What follows belongs to an exercise in optimizing a design on an open flow for small area, a short achievable clock period and few clock cycles per item; a production flow would make more cautious choices.
Only simulation tests tie the RTL to the original design; equivalence was not proved.

==> flow/design.v <==
module sha2_k (
    input  wire [6:0]  t,
    input  wire        sha384,
    output wire [63:0] k
);
    reg [63:0] k512;
    reg [31:0] k256;
    always @* begin
        case (t)
            7'd0: k512 = 64'h428a2f98d728ae22;
            7'd1: k512 = 64'h7137449123ef65cd;
            7'd2: k512 = 64'hb5c0fbcfec4d3b2f;
            7'd3: k512 = 64'he9b5dba58189dbbc;
            7'd4: k512 = 64'h3956c25bf348b538;
            7'd5: k512 = 64'h59f111f1b605d019;
            7'd6: k512 = 64'h923f82a4af194f9b;
            7'd7: k512 = 64'hab1c5ed5da6d8118;
            7'd8: k512 = 64'hd807aa98a3030242;
            7'd9: k512 = 64'h12835b0145706fbe;
            7'd10: k512 = 64'h243185be4ee4b28c;
            7'd11: k512 = 64'h550c7dc3d5ffb4e2;
            7'd12: k512 = 64'h72be5d74f27b896f;
            7'd13: k512 = 64'h80deb1fe3b1696b1;
            7'd14: k512 = 64'h9bdc06a725c71235;
            7'd15: k512 = 64'hc19bf174cf692694;
            7'd16: k512 = 64'he49b69c19ef14ad2;
            7'd17: k512 = 64'hefbe4786384f25e3;
            7'd18: k512 = 64'h0fc19dc68b8cd5b5;
            7'd19: k512 = 64'h240ca1cc77ac9c65;
            7'd20: k512 = 64'h2de92c6f592b0275;
            7'd21: k512 = 64'h4a7484aa6ea6e483;
            7'd22: k512 = 64'h5cb0a9dcbd41fbd4;
            7'd23: k512 = 64'h76f988da831153b5;
            7'd24: k512 = 64'h983e5152ee66dfab;
            7'd25: k512 = 64'ha831c66d2db43210;
            7'd26: k512 = 64'hb00327c898fb213f;
            7'd27: k512 = 64'hbf597fc7beef0ee4;
            7'd28: k512 = 64'hc6e00bf33da88fc2;
            7'd29: k512 = 64'hd5a79147930aa725;
            7'd30: k512 = 64'h06ca6351e003826f;
            7'd31: k512 = 64'h142929670a0e6e70;
            7'd32: k512 = 64'h27b70a8546d22ffc;
            7'd33: k512 = 64'h2e1b21385c26c926;
            7'd34: k512 = 64'h4d2c6dfc5ac42aed;
            7'd35: k512 = 64'h53380d139d95b3df;
            7'd36: k512 = 64'h650a73548baf63de;
            7'd37: k512 = 64'h766a0abb3c77b2a8;
            7'd38: k512 = 64'h81c2c92e47edaee6;
            7'd39: k512 = 64'h92722c851482353b;
            7'd40: k512 = 64'ha2bfe8a14cf10364;
            7'd41: k512 = 64'ha81a664bbc423001;
            7'd42: k512 = 64'hc24b8b70d0f89791;
            7'd43: k512 = 64'hc76c51a30654be30;
            7'd44: k512 = 64'hd192e819d6ef5218;
            7'd45: k512 = 64'hd69906245565a910;
            7'd46: k512 = 64'hf40e35855771202a;
            7'd47: k512 = 64'h106aa07032bbd1b8;
            7'd48: k512 = 64'h19a4c116b8d2d0c8;
            7'd49: k512 = 64'h1e376c085141ab53;
            7'd50: k512 = 64'h2748774cdf8eeb99;
            7'd51: k512 = 64'h34b0bcb5e19b48a8;
            7'd52: k512 = 64'h391c0cb3c5c95a63;
            7'd53: k512 = 64'h4ed8aa4ae3418acb;
            7'd54: k512 = 64'h5b9cca4f7763e373;
            7'd55: k512 = 64'h682e6ff3d6b2b8a3;
            7'd56: k512 = 64'h748f82ee5defb2fc;
            7'd57: k512 = 64'h78a5636f43172f60;
            7'd58: k512 = 64'h84c87814a1f0ab72;
            7'd59: k512 = 64'h8cc702081a6439ec;
            7'd60: k512 = 64'h90befffa23631e28;
            7'd61: k512 = 64'ha4506cebde82bde9;
            7'd62: k512 = 64'hbef9a3f7b2c67915;
            7'd63: k512 = 64'hc67178f2e372532b;
            7'd64: k512 = 64'hca273eceea26619c;
            7'd65: k512 = 64'hd186b8c721c0c207;
            7'd66: k512 = 64'heada7dd6cde0eb1e;
            7'd67: k512 = 64'hf57d4f7fee6ed178;
            7'd68: k512 = 64'h06f067aa72176fba;
            7'd69: k512 = 64'h0a637dc5a2c898a6;
            7'd70: k512 = 64'h113f9804bef90dae;
            7'd71: k512 = 64'h1b710b35131c471b;
            7'd72: k512 = 64'h28db77f523047d84;
            7'd73: k512 = 64'h32caab7b40c72493;
            7'd74: k512 = 64'h3c9ebe0a15c9bebc;
            7'd75: k512 = 64'h431d67c49c100d4c;
            7'd76: k512 = 64'h4cc5d4becb3e42b6;
            7'd77: k512 = 64'h597f299cfc657e2a;
            7'd78: k512 = 64'h5fcb6fab3ad6faec;
            7'd79: k512 = 64'h6c44198c4a475817;
            default: k512 = 64'h0;
        endcase
    end
    always @* begin
        case (t[5:0])
            6'd0: k256 = 32'h428a2f98;
            6'd1: k256 = 32'h71374491;
            6'd2: k256 = 32'hb5c0fbcf;
            6'd3: k256 = 32'he9b5dba5;
            6'd4: k256 = 32'h3956c25b;
            6'd5: k256 = 32'h59f111f1;
            6'd6: k256 = 32'h923f82a4;
            6'd7: k256 = 32'hab1c5ed5;
            6'd8: k256 = 32'hd807aa98;
            6'd9: k256 = 32'h12835b01;
            6'd10: k256 = 32'h243185be;
            6'd11: k256 = 32'h550c7dc3;
            6'd12: k256 = 32'h72be5d74;
            6'd13: k256 = 32'h80deb1fe;
            6'd14: k256 = 32'h9bdc06a7;
            6'd15: k256 = 32'hc19bf174;
            6'd16: k256 = 32'he49b69c1;
            6'd17: k256 = 32'hefbe4786;
            6'd18: k256 = 32'h0fc19dc6;
            6'd19: k256 = 32'h240ca1cc;
            6'd20: k256 = 32'h2de92c6f;
            6'd21: k256 = 32'h4a7484aa;
            6'd22: k256 = 32'h5cb0a9dc;
            6'd23: k256 = 32'h76f988da;
            6'd24: k256 = 32'h983e5152;
            6'd25: k256 = 32'ha831c66d;
            6'd26: k256 = 32'hb00327c8;
            6'd27: k256 = 32'hbf597fc7;
            6'd28: k256 = 32'hc6e00bf3;
            6'd29: k256 = 32'hd5a79147;
            6'd30: k256 = 32'h06ca6351;
            6'd31: k256 = 32'h14292967;
            6'd32: k256 = 32'h27b70a85;
            6'd33: k256 = 32'h2e1b2138;
            6'd34: k256 = 32'h4d2c6dfc;
            6'd35: k256 = 32'h53380d13;
            6'd36: k256 = 32'h650a7354;
            6'd37: k256 = 32'h766a0abb;
            6'd38: k256 = 32'h81c2c92e;
            6'd39: k256 = 32'h92722c85;
            6'd40: k256 = 32'ha2bfe8a1;
            6'd41: k256 = 32'ha81a664b;
            6'd42: k256 = 32'hc24b8b70;
            6'd43: k256 = 32'hc76c51a3;
            6'd44: k256 = 32'hd192e819;
            6'd45: k256 = 32'hd6990624;
            6'd46: k256 = 32'hf40e3585;
            6'd47: k256 = 32'h106aa070;
            6'd48: k256 = 32'h19a4c116;
            6'd49: k256 = 32'h1e376c08;
            6'd50: k256 = 32'h2748774c;
            6'd51: k256 = 32'h34b0bcb5;
            6'd52: k256 = 32'h391c0cb3;
            6'd53: k256 = 32'h4ed8aa4a;
            6'd54: k256 = 32'h5b9cca4f;
            6'd55: k256 = 32'h682e6ff3;
            6'd56: k256 = 32'h748f82ee;
            6'd57: k256 = 32'h78a5636f;
            6'd58: k256 = 32'h84c87814;
            6'd59: k256 = 32'h8cc70208;
            6'd60: k256 = 32'h90befffa;
            6'd61: k256 = 32'ha4506ceb;
            6'd62: k256 = 32'hbef9a3f7;
            6'd63: k256 = 32'hc67178f2;
            default: k256 = 32'h0;
        endcase
    end
    assign k = sha384 ? k512 : {32'h0, k256};
endmodule
module sha2_engine (
    input  wire          clk,
    input  wire          rst,         
    input  wire          in_valid,
    output wire          in_ready,
    input  wire          in_sha384,   
    input  wire          in_first,    
    input  wire [1023:0] in_block,
    output wire          out_valid,
    input  wire          out_ready,
    output wire [383:0]  out_digest
);
    reg         busy;        
    reg         fin;         
    reg         done;        
    reg         mode;        
    reg  [6:0]  t;           
    reg  [511:0]  Hf;        
    reg  [511:0]  vf;        
    reg  [1023:0] Wf;        
    wire [63:0] H [0:7];
    wire [63:0] v [0:7];
    wire [63:0] W [0:15];
    genvar gi;
    generate
        for (gi = 0; gi < 8; gi = gi + 1) begin : g_hv
            assign H[gi] = Hf[64*gi +: 64];
            assign v[gi] = vf[64*gi +: 64];
        end
        for (gi = 0; gi < 16; gi = gi + 1) begin : g_w
            assign W[gi] = Wf[64*gi +: 64];
        end
    endgenerate
    assign in_ready  = !busy && !fin && !done;
    assign out_valid = done;
    assign out_digest = mode ? {H[0], H[1], H[2], H[3], H[4], H[5]}
                             : {H[0][31:0], H[1][31:0], H[2][31:0], H[3][31:0],
                                H[4][31:0], H[5][31:0], H[6][31:0], H[7][31:0], 128'h0};
    wire accept    = in_valid && in_ready;
    wire last_round = (t == (mode ? 7'd79 : 7'd63));
    wire [63:0] iv [0:7];
    assign iv[0] = in_sha384 ? 64'hcbbb9d5dc1059ed8 : 64'h000000006a09e667;
    assign iv[1] = in_sha384 ? 64'h629a292a367cd507 : 64'h00000000bb67ae85;
    assign iv[2] = in_sha384 ? 64'h9159015a3070dd17 : 64'h000000003c6ef372;
    assign iv[3] = in_sha384 ? 64'h152fecd8f70e5939 : 64'h00000000a54ff53a;
    assign iv[4] = in_sha384 ? 64'h67332667ffc00b31 : 64'h00000000510e527f;
    assign iv[5] = in_sha384 ? 64'h8eb44a8768581511 : 64'h000000009b05688c;
    assign iv[6] = in_sha384 ? 64'hdb0c2e0d64f98fa7 : 64'h000000001f83d9ab;
    assign iv[7] = in_sha384 ? 64'h47b5481dbefa4fa4 : 64'h000000005be0cd19;
    wire [63:0] mask = mode ? 64'hffffffffffffffff : 64'h00000000ffffffff;
    wire [63:0] a = v[0];
    wire [63:0] e = v[4];
    wire [31:0] a32 = a[31:0];
    wire [31:0] e32 = e[31:0];
    wire [63:0] bsig0_512 = {a[27:0], a[63:28]} ^ {a[33:0], a[63:34]} ^ {a[38:0], a[63:39]};
    wire [63:0] bsig1_512 = {e[13:0], e[63:14]} ^ {e[17:0], e[63:18]} ^ {e[40:0], e[63:41]};
    wire [31:0] bsig0_256 = {a32[1:0], a32[31:2]} ^ {a32[12:0], a32[31:13]} ^ {a32[21:0], a32[31:22]};
    wire [31:0] bsig1_256 = {e32[5:0], e32[31:6]} ^ {e32[10:0], e32[31:11]} ^ {e32[24:0], e32[31:25]};
    wire [63:0] bsig0 = mode ? bsig0_512 : {32'h0, bsig0_256};
    wire [63:0] bsig1 = mode ? bsig1_512 : {32'h0, bsig1_256};
    wire [63:0] ch    = (e & v[5]) ^ (~e & v[6] & mask);
    wire [63:0] maj   = (a & v[1]) ^ (a & v[2]) ^ (v[1] & v[2]);
    wire [63:0] kt;
    sha2_k u_k (.t(t), .sha384(mode), .k(kt));
    wire [63:0] t1 = (v[7] + bsig1 + ch + kt + W[0]) & mask;
    wire [63:0] t2 = (bsig0 + maj) & mask;
    wire [63:0] x1  = W[1];     
    wire [63:0] x14 = W[14];    
    wire [31:0] x1s  = x1[31:0];
    wire [31:0] x14s = x14[31:0];
    wire [63:0] ssig0_512 = {x1[0], x1[63:1]} ^ {x1[7:0], x1[63:8]} ^ (x1 >> 7);
    wire [63:0] ssig1_512 = {x14[18:0], x14[63:19]} ^ {x14[60:0], x14[63:61]} ^ (x14 >> 6);
    wire [31:0] ssig0_256 = {x1s[6:0], x1s[31:7]} ^ {x1s[17:0], x1s[31:18]} ^ (x1s >> 3);
    wire [31:0] ssig1_256 = {x14s[16:0], x14s[31:17]} ^ {x14s[18:0], x14s[31:19]} ^ (x14s >> 10);
    wire [63:0] ssig0 = mode ? ssig0_512 : {32'h0, ssig0_256};
    wire [63:0] ssig1 = mode ? ssig1_512 : {32'h0, ssig1_256};
    wire [63:0] w_new = (ssig1 + W[9] + ssig0 + W[0]) & mask;
    always @(posedge clk) begin
        if (rst) begin
            busy <= 1'b0;
            fin  <= 1'b0;
            done <= 1'b0;
        end else if (accept) begin
            busy <= 1'b1;
        end else if (busy) begin
            if (last_round) begin
                busy <= 1'b0;
                fin  <= 1'b1;
            end
        end else if (fin) begin
            fin  <= 1'b0;
            done <= 1'b1;
        end else if (done && out_ready) begin
            done <= 1'b0;
        end
    end
    integer i;
    always @(posedge clk) begin
        if (accept) begin
            mode <= in_sha384;
            t    <= 7'd0;
            for (i = 0; i < 8; i = i + 1) begin
                Hf[64*i +: 64] <= in_first ? iv[i] : H[i];
                vf[64*i +: 64] <= in_first ? iv[i] : H[i];
            end
            for (i = 0; i < 16; i = i + 1)
                Wf[64*i +: 64] <= in_sha384 ? in_block[1023 - 64*i -: 64]
                                  : {32'h0, in_block[1023 - 32*i -: 32]};
        end else if (busy) begin
            t    <= t + 7'd1;
            vf[64*0 +: 64] <= (t1 + t2) & mask;
            vf[64*1 +: 64] <= v[0];
            vf[64*2 +: 64] <= v[1];
            vf[64*3 +: 64] <= v[2];
            vf[64*4 +: 64] <= (v[3] + t1) & mask;
            vf[64*5 +: 64] <= v[4];
            vf[64*6 +: 64] <= v[5];
            vf[64*7 +: 64] <= v[6];
            for (i = 0; i < 15; i = i + 1)
                Wf[64*i +: 64] <= Wf[64*(i+1) +: 64];
            Wf[64*15 +: 64] <= w_new;
        end else if (fin) begin
            for (i = 0; i < 8; i = i + 1)
                Hf[64*i +: 64] <= (H[i] + v[i]) & mask;
        end
    end
endmodule
==> flow/run.sh <==
#!/bin/bash
# synth_recipe.tcl (not shown) runs the flow's synth.tcl, then flattens the netlist and writes it again
# the make line also repeats each setting of config.mk as NAME=value (left out here)
make -C /OpenROAD-flow-scripts/flow DESIGN_CONFIG=/design/flow/config.mk WORK_HOME=/design/flow/orfs CLKGATE_MAP_FILE= SYNTH_SCRIPT=/design/flow/synth_recipe.tcl finish
==> flow/config.mk <==
export PLATFORM = sky130hd
export DESIGN_NAME = sha2_engine
export DESIGN_NICKNAME = sha2_engine
export VERILOG_FILES = /design/flow/design.v
export SDC_FILE = /design/flow/constraint.sdc
export NUM_CORES = 4
export LEC_CHECK = 0
export CAP_MARGIN = 30
export CORE_MARGIN = 2
export CORE_UTILIZATION = 30
export PLACE_DENSITY = 0.4
export SLEW_MARGIN = 40
export SYNTH_MEMORY_MAX_BITS = 16384
==> flow/constraint.sdc <==
create_clock -name core_clock -period 14.0 [get_ports {clk}]
set_input_delay 2.8000 -clock core_clock [delete_from_list [all_inputs] [get_ports {clk}]]
set_output_delay 2.8000 -clock core_clock [all_outputs]
set_load 0.01 [all_outputs]
==> qor.yml <==
finish:
  fillers: 56371
  design_area_mm2: 0.197
  syn2layout_area_growth_pct: 20.1
  drive_above_1_share_pct: 6.62
  regArea_mm2: 0.0637
  multi_input_area_mm2: 0.0936
  stdcell_count: 26585
  nets: 21169
placement:
  pre_cts_ws_ps: 1940
  place_area_mm2: 0.186
  place_hpwl_mm: 880
  dp_cells: 25907
  port_buffers: 1415
  gp_congestion: 1.01
worst_setup_path:
  critPathMaxFanout: 7
  critPathLaunchType: "flip-flop"
  crit_type: "reg2reg"
  crit_arrival_ps: 12930
  endpoint_kind: "flip-flop"
  required_ps: 14750
  cpPeakStageDelay_ps: 880
  crit_slowest_cell: "edfxtp_1"
synthesis:
  yosys_warnings: 2
  synth_cell_type_count: 119
  syn_nets: 20247
  synthArstFlopShare_pct: 0
  synth_area_mm2: 0.164
  seq_area_frac_synth_pct: 38.9
  syn_avg_cell_area_um2: 9.06
  syn_inst: 18065
  ys.flop_type: "edfxtp_1"
  synth_edf_count: 2049
  synth_seq_cells: 2155
clock_network:
  clock_latency_ps: 1020
  post_cts_resized: 0
  clock_sink_count: 2155
  clockBufferDepth: 4
  cts_tree: "built"
  hold_buffers: 0
  cts_setup_buffers: 0
  htree_levels: 5
  cts-root-buf: "clkbuf_16"
  path_clk_slew_ps: 60
  cts_buffers: 297
die:
  die_h_um: 743
  initial_core_util_pct: 30.1
  core-area_mm2: 0.544
  die_w_um: 743
  top_level_ports: 1416
  rows: 271
  dieArea_mm2: 0.552
grt:
  grt_use_total_pct: 37.5
  grt_pass1_vias: 144210
  antenna_found_initial: 301
  grt_max_degree: 186
  overflow: 0
  grt_first_pass_wirelength_mm: 1390
sta:
  drv_slew: 0
  layout_setup_ws_ps: 1820
  whs_ps: 474
  finalHoldViolCount: 0
  maxSlewHeadroom_pct: 28.2
  period_share_pct: 87.0
  finClkSkew_ps: 84.1
  tightestPinTransition_ps: 1080
  timing.setup.tns_ps: 0
  period_needed_ps: 12180
  fmax_mhz: 82.1
  rsz0062_at_grt: "no"
  setup_violations: 0
routing:
  routed_wl_mm: 1080
  wl_per_cell_um: 40.6
  antenna_left: 0
  via_per_inst: 5.83
  drc: 0
  num_vias: 155019
  dr.pass1.iters: 6
  drt_iter0_markers: 20475
worst_hold_path:
  min_path_type: "reg2reg"
run:
  cap_violations: 0
outcome:
  status: "finished clean"
-- routing by layer --
layer	share of wire, %	GRT usage (%)	up-vias	routed length (um)
met5	0.055	0	-	598
met2	44	57.7	7793	474000
li1	-	-	66602	-
met1	43	51.1	78920	461000
met4	6.0	18.6	90	64500
met3	7.3	6.09	1614	79000
-- registers in the layout, indices dropped and copies added, names as in the netlist --
signal and cells:
Wf 1024, Hf 512, vf 512, u_k.k512 64, u_k.k256 32, t 7, busy 1, done 1
fin 1, mode 1
-- final timing paths --
kind	endpoint	slack [ps]	from	cells after the start
max	vf[319]	1820	vf[298]	41
min	Wf[617]	470	Wf[681]	2
max reg2reg	vf[319]	1820	vf[298]	41
min reg2reg	Wf[617]	470	Wf[681]	2
-- kinds of logic (layout without fill, tap and decap cells) --
kind of cell | after synthesis | after routing | synth area share (%)
AO/OA/AOI/OAI | 4852 | 4852 | 17.8
XOR/XNOR | 1429 | 1429 | 7.68
adder cells (fa/ha/maj) | 1220 | 1220 | 10.7
buffers and inverters | 1883 | 3046 | 4.35
flip-flops | 2155 | 2155 | 38.9
multiplexers | 825 | 825 | 5.27
other | 0 | 123 | 0
AND/OR/NAND/NOR | 5701 | 5701 | 15.3
-- cell type report --
| type | instances | area share (%) |
|---|---|---|
| Sequential cell | 2155 | 32.4 |
| Clock buffer | 361 | 3.99 |
| Antenna cell | 123 | 0.156 |
| Multi-Input combinational cell | 14027 | 47.6 |
| Inverter | 727 | 1.40 |
| Tap cell | 7234 | 4.60 |
| Timing Repair Buffer | 1779 | 8.99 |
| Clock inverter | 179 | 0.939 |
-- cell usage after synthesis (all sizes together), types with 131 or more instances --
cell type / n / share of area (%)
clkbuf: 1043 / 2.4
a211oi: 138 / 0.64
nand4: 133 / 0.52
mux2i: 552 / 3.4
o21ai: 1227 / 3.8
fa: 329 / 4.0
nand3: 708 / 2.2
nand2: 2283 / 5.2
xor2: 516 / 2.8
nor3: 215 / 0.67
and2: 204 / 0.78
ha: 823 / 6.3
nor2: 1571 / 3.6
a31oi: 131 / 0.52
a21oi: 1885 / 5.8
xnor2: 910 / 4.9
a21o: 547 / 2.5
inv: 725 / 1.7
mux2: 271 / 1.9
nand2b: 176 / 0.67
edfxtp: 2049 / 38
-- per-stage QoR --
step | util, %
after floorplan | -
after global placement | 34.1
after detailed placement | 34.2
after CTS | 36.0
after global routing | 36.1
final | 36.1
-- layout by cell type, fill, tap and decap left out, types with 87 or more instances in the layout --
cell type,n
a211oi_1,132
a21o_1,547
a21oi_1,1871
a31oi_1,128
and2_1,194
and3_1,91
buf_4,277
clkbuf_16,304
clkdlybuf4s50_1,1412
dfxtp_1,102
diode_2,123
edfxtp_1,2049
fa_1,329
ha_1,820
inv_1,717
mux2_2,270
mux2i_1,530
nand2_1,2272
nand2b_1,176
nand3_1,706
nand4_1,131
nor2_1,1556
nor2b_1,122
nor3_1,208
o21a_1,96
o21ai_0,1162
o21bai_1,118
o22ai_1,118
o31ai_1,87
xnor2_1,903
xor2_1,512
-- worst max-delay path, delay by kind of cell, from the launching register on --
family / cells / cell delay [ps]
muxes: 1 / 220
DFF: 1 / 880
and+or+nand+nor: 10 / 1590
xor gates and xnor gates: 3 / 770
buffers and inverters: 2 / 150
AOI/OAI and AO/OA: 17 / 4910
adders and majority gates: 8 / 3330
Testbench counts, summed over its fixed seeds: cycles 95,968, blocks 1,280.

==> afterwards: timing with drivers on the ports <==
In the flow no input, the clock included, has a driving cell. The finished layout below was timed again as built, in two steps. Step 1: set_driving_cell puts a clkbuf_16 on clk and a buf_2 on each other input, an assumption about the parent block. Step 2 also shifts input and output timing later by t, the mid clock arrival at the registers, as if the neighbouring blocks saw the same clock. Slacks: ideal ports / drivers / drivers and shift; pairs: ideal ports / drivers.
shift t [ns]: 1.126
setup WS [ns]: 1.822 / 1.822 / 1.822
worst hold slack (ns): 0.474 / 0.474 / 0.474
cell pins on the clock port's net: 1
After both steps setup and hold are still met in this run. The setup slack of this run moves by 0.000 ns with the drivers and by 0.000 ns with both steps.
